Background: an optimization exercise with open tools, aiming at small area, a short achievable clock period and few clock cycles. Do not read the settings as production practice.
Only simulation tests tie the RTL to the original design; equivalence was not proved.
Power is estimated from default activity; no workload was simulated.

== cedar ==
==> flow/design.v (excerpt) <==
module tally_core (
    input  wire        clk,
    input  wire        rst,
    output wire [15:0] imem_addr,
    input  wire [13:0] imem_rdata,
    output wire        dmem_req,
    output wire        dmem_we,
    output wire        dmem_pair,
    output wire        dmem_ap,
    output wire [47:0] dmem_addr,
    output wire [63:0] dmem_wdata,
    input  wire        dmem_ack,
    input  wire        dmem_err,
    input  wire [63:0] dmem_rdata,
    input  wire        ev_door,    
    input  wire [6:0]  ev_set,     
    output wire        fatal
);
    localparam [31:0] EVACK_ADDR = 32'h0004_0010;
    reg [15:0] pc;           
    reg [15:0] npc;          
    reg        fv;           
    reg [13:0] ir;           
    reg        irv;
    reg        pred;         
    reg [3:0]  aop;          
    reg        q_bimm;       
    reg        q_alu;        
    reg [15:0] tb_q;         
    reg [15:0] sel_a, sel_b; 
    reg [13:0] bw;           
    reg        bv;
    reg [35:0] ext;          
    reg [1:0]  npre;         
    reg        st_mem;       
    reg        st_pre;       
    reg        st_mf;        
    reg        st_ev;        
    reg        st_mul, st_wait;
    reg [2:0]  mcnt;
    reg [31:0] rf [0:15];
    reg        fN, fZ, fC, fV, ie, pie, vr;
    reg [15:0] epc;
    reg [1:0]  ecause;
    reg [31:0] eaddr;
    reg [16:0] apbase;
    reg [7:1]  evp;
    reg [7:0]  evmask;
    reg [31:0] steps;
    reg [31:0] xa, xb;       
    reg [31:0] xc;           
    reg        mcy;          
    reg        m_we, m_pair;
    reg        q_mem;        
    reg        door_q;       
    reg        fresh;        
    reg        fatal_r;
    wire [7:0] evpend = {evp, door_q};
    wire [13:0] w      = ir;
    wire [1:0]  fmt    = w[13:12];
    wire [1:0]  sub    = w[11:10];
    wire [3:0]  r_op   = w[11:8];
    wire [1:0]  i_op   = w[11:10];
    wire [5:0]  imm6   = w[9:4];
    wire [1:0]  kind   = w[9:8];
    wire [3:0]  cond   = w[9:6];
    wire        link   = w[9];
    wire [3:0]  sysop  = w[9:6];
    wire [15:0] pc_m2  = npc - 16'd1;                  
    wire [15:0] ipc    = pc_m2 - {14'd0, npre};        
    reg [31:0] imm_s, imm_z;
    reg [29:0] moff;
  ...
Size in the first run: ~7400 cells after synthesis, roughly 220 I/O pins.
==> flow/config.mk <==
export PLATFORM = sky130hd
export DESIGN_NAME = tally_core
export DESIGN_NICKNAME = tally_core
export VERILOG_FILES = /design/flow/design.v
export SDC_FILE = /design/flow/constraint.sdc
export NUM_CORES = 4
export LEC_CHECK = 0
export CAP_MARGIN = 20
export CORE_MARGIN = 2
export CORE_UTILIZATION = 50
export CTS_CLUSTER_DIAMETER = 80
export CTS_CLUSTER_SIZE = 20
export SLEW_MARGIN = 20
export SYNTH_HIERARCHICAL = 1
export SYNTH_MINIMUM_KEEP_SIZE = 0
==> flow/constraint.sdc <==
create_clock -name core_clock -period 20.0 [get_ports {clk}]
set_input_delay 4.0000 -clock core_clock [delete_from_list [all_inputs] [get_ports {clk}]]
set_output_delay 4.0000 -clock core_clock [all_outputs]
set_load 0.01 [all_outputs]
standard.sh (not shown) runs the stock make flow with config.mk's settings and CLKGATE_MAP_FILE= SYNTH_SCRIPT=/design/flow/synth_recipe.tcl, a recipe that flattens the netlist after the stock synthesis.
==> flow/flow/run.sh <==
#!/bin/bash
# Standard synthesis and layout (standard.sh), with timing repair aimed at a
# shorter period than the constraint and stronger port buffers.
export SETUP_SLACK_MARGIN=14
export BUFFER_PORTS_ARGS="-buffer_cell sky130_fd_sc_hd__buf_4"
bash standard.sh > standard.log 2>&1
Testbench counts of cedar, summed over its fixed seeds: cycles 57,701.
#### Input delta (quartz over cedar)
# cedar
export LEC_CHECK = 0
export CAP_MARGIN = 20
export CORE_MARGIN = 2
export CORE_UTILIZATION = 50
export CTS_CLUSTER_DIAMETER = 80
export CTS_CLUSTER_SIZE = 20
export SLEW_MARGIN = 20
export SYNTH_HIERARCHICAL = 1
export SYNTH_MINIMUM_KEEP_SIZE = 0
create_clock -name core_clock -period 20.0 [get_ports {clk}]
# quartz
export LEC_CHECK = 0
export CAP_MARGIN = 20
export CORE_MARGIN = 2
export CORE_UTILIZATION = 50
export SLEW_MARGIN = 20
export SYNTH_HIERARCHICAL = 1
export SYNTH_MINIMUM_KEEP_SIZE = 0
create_clock -name core_clock -period 20.0 [get_ports {clk}]
--- outcome ---
- Compared to cedar, quartz has critical path depth 1 lower.
- quartz has completed all stages; timing, DRC and antenna checks passed.
- cedar has lower wire length of the first global-routing pass than quartz.
- As far as worst setup slack is concerned, quartz and cedar perform about the same.
- Summary of quartz over cedar: growth of design area from synthesis to finish +2.6 points; routed wire length +about 0.5%.

* * *

Starting RTL as in the previous note.
==> flow/design.v (excerpt) <==
module tally_core (
    input  wire        clk,
    input  wire        rst,
    output wire [15:0] imem_addr,
    input  wire [13:0] imem_rdata,
    output wire        dmem_req,
    output wire        dmem_we,
    output wire        dmem_pair,
    output wire        dmem_ap,
    output wire [47:0] dmem_addr,
    output wire [63:0] dmem_wdata,
    input  wire        dmem_ack,
    input  wire        dmem_err,
    input  wire [63:0] dmem_rdata,
    input  wire        ev_door,    
    input  wire [6:0]  ev_set,     
    output wire        fatal
);
    localparam [31:0] EVACK_ADDR = 32'h0004_0010;
    reg [15:0] pc;           
    reg [15:0] npc;          
    reg        fv;           
    reg [13:0] ir;           
    reg        irv;
    reg        pred;         
    reg [3:0]  aop;          
    reg        q_bimm;       
    reg        q_alu;        
    reg [15:0] tb_q;         
    reg [15:0] sel_a, sel_b; 
    reg [13:0] bw;           
    reg        bv;
    reg [35:0] ext;          
    reg [1:0]  npre;         
    reg        st_mem;       
    reg        st_pre;       
    reg        st_mf;        
    reg        st_ev;        
    reg        st_mul, st_wait;
    reg [2:0]  mcnt;
    reg [31:0] rf [0:15];
    reg        fN, fZ, fC, fV, ie, pie, vr;
    reg [15:0] epc;
    reg [1:0]  ecause;
    reg [31:0] eaddr;
    reg [16:0] apbase;
    reg [7:1]  evp;
    reg [7:0]  evmask;
    reg [31:0] steps;
    reg [31:0] xa, xb;       
    reg [31:0] xc;           
    reg        mcy;          
    reg        m_we, m_pair;
    reg        q_mem;        
    reg        door_q;       
    reg        fresh;        
    reg        fatal_r;
    wire [7:0] evpend = {evp, door_q};
    wire [13:0] w      = ir;
    wire [1:0]  fmt    = w[13:12];
    wire [1:0]  sub    = w[11:10];
    wire [3:0]  r_op   = w[11:8];
    wire [1:0]  i_op   = w[11:10];
    wire [5:0]  imm6   = w[9:4];
    wire [1:0]  kind   = w[9:8];
    wire [3:0]  cond   = w[9:6];
    wire        link   = w[9];
    wire [3:0]  sysop  = w[9:6];
    wire [15:0] pc_m2  = npc - 16'd1;                  
    wire [15:0] ipc    = pc_m2 - {14'd0, npre};        
    reg [31:0] imm_s, imm_z;
    reg [29:0] moff;
    reg        xidx_ok;
    reg [2:0]  xidx;
    always @* begin
        case (npre)
  ...
Settings: LEC_CHECK=0, CAP_MARGIN=20, CORE_MARGIN=2, CORE_UTILIZATION=50, CTS_CLUSTER_DIAMETER=80, CTS_CLUSTER_SIZE=25, SLEW_MARGIN=20, SYNTH_HIERARCHICAL=1, SYNTH_MINIMUM_KEEP_SIZE=0; clock period 20.0 ns.
Scripts as last shown in full above: flow/flow/run.sh
The baseline finished with timing, DRC and antenna clean.
Testbench counts at the start, summed over its fixed seeds: cycles 57,701.
==> next run, changes <==
- CTS_CLUSTER_DIAMETER: 80 -> 60
- CTS_CLUSTER_SIZE: 25 -> 15
After rerunning: Utilization rose by 1.0 points; synthesized cell count does not change; combinational power stays flat; hold slack degrades by 0.0034 ns; cell area came out higher by 1.8%.

-- afterwards: timing with drivers on the ports --
In the flow no input, the clock included, has a driving cell. The finished layouts below were timed again as built, in two steps. Step 1 assumes that a clkbuf_16 drives the clock port and a buf_2 every other input. Step 2 moves the port delays by t, midway between the first and last clock arrival at a register: inputs arrive t later, outputs are due t later. That takes back most of the time a late clock gives input paths. Slacks: no drivers / after step 1 / after step 2; pairs: no drivers / after step 1.
| run | shift t [ns] | setup slack, ns | hold WS [ns] | worst setup path after step 2 | cell pins on the clock port's net |
|---|---|---|---|---|---|
| cedar | 0.818 | 13.877 / 13.907 / 13.089 | 0.456 / 0.456 / 0.456 | input to register | 1 |
| quartz | 0.832 | 13.877 / 13.905 / 13.073 | 0.452 / 0.452 / 0.452 | input to register | 1 |
| the first run of note 2 | 0.824 | 13.833 / 13.867 / 13.043 | 0.457 / 0.457 / 0.457 | input to register | 1 |
| the second run of note 2 | 0.832 | 13.916 / 13.947 / 13.115 | 0.453 / 0.453 / 0.453 | input to register | 1 |
After both steps setup and hold are still met in every run listed. For quartz, which loses most, drivers alone change the setup slack by +0.028 ns; drivers and shift together by -0.804 ns.
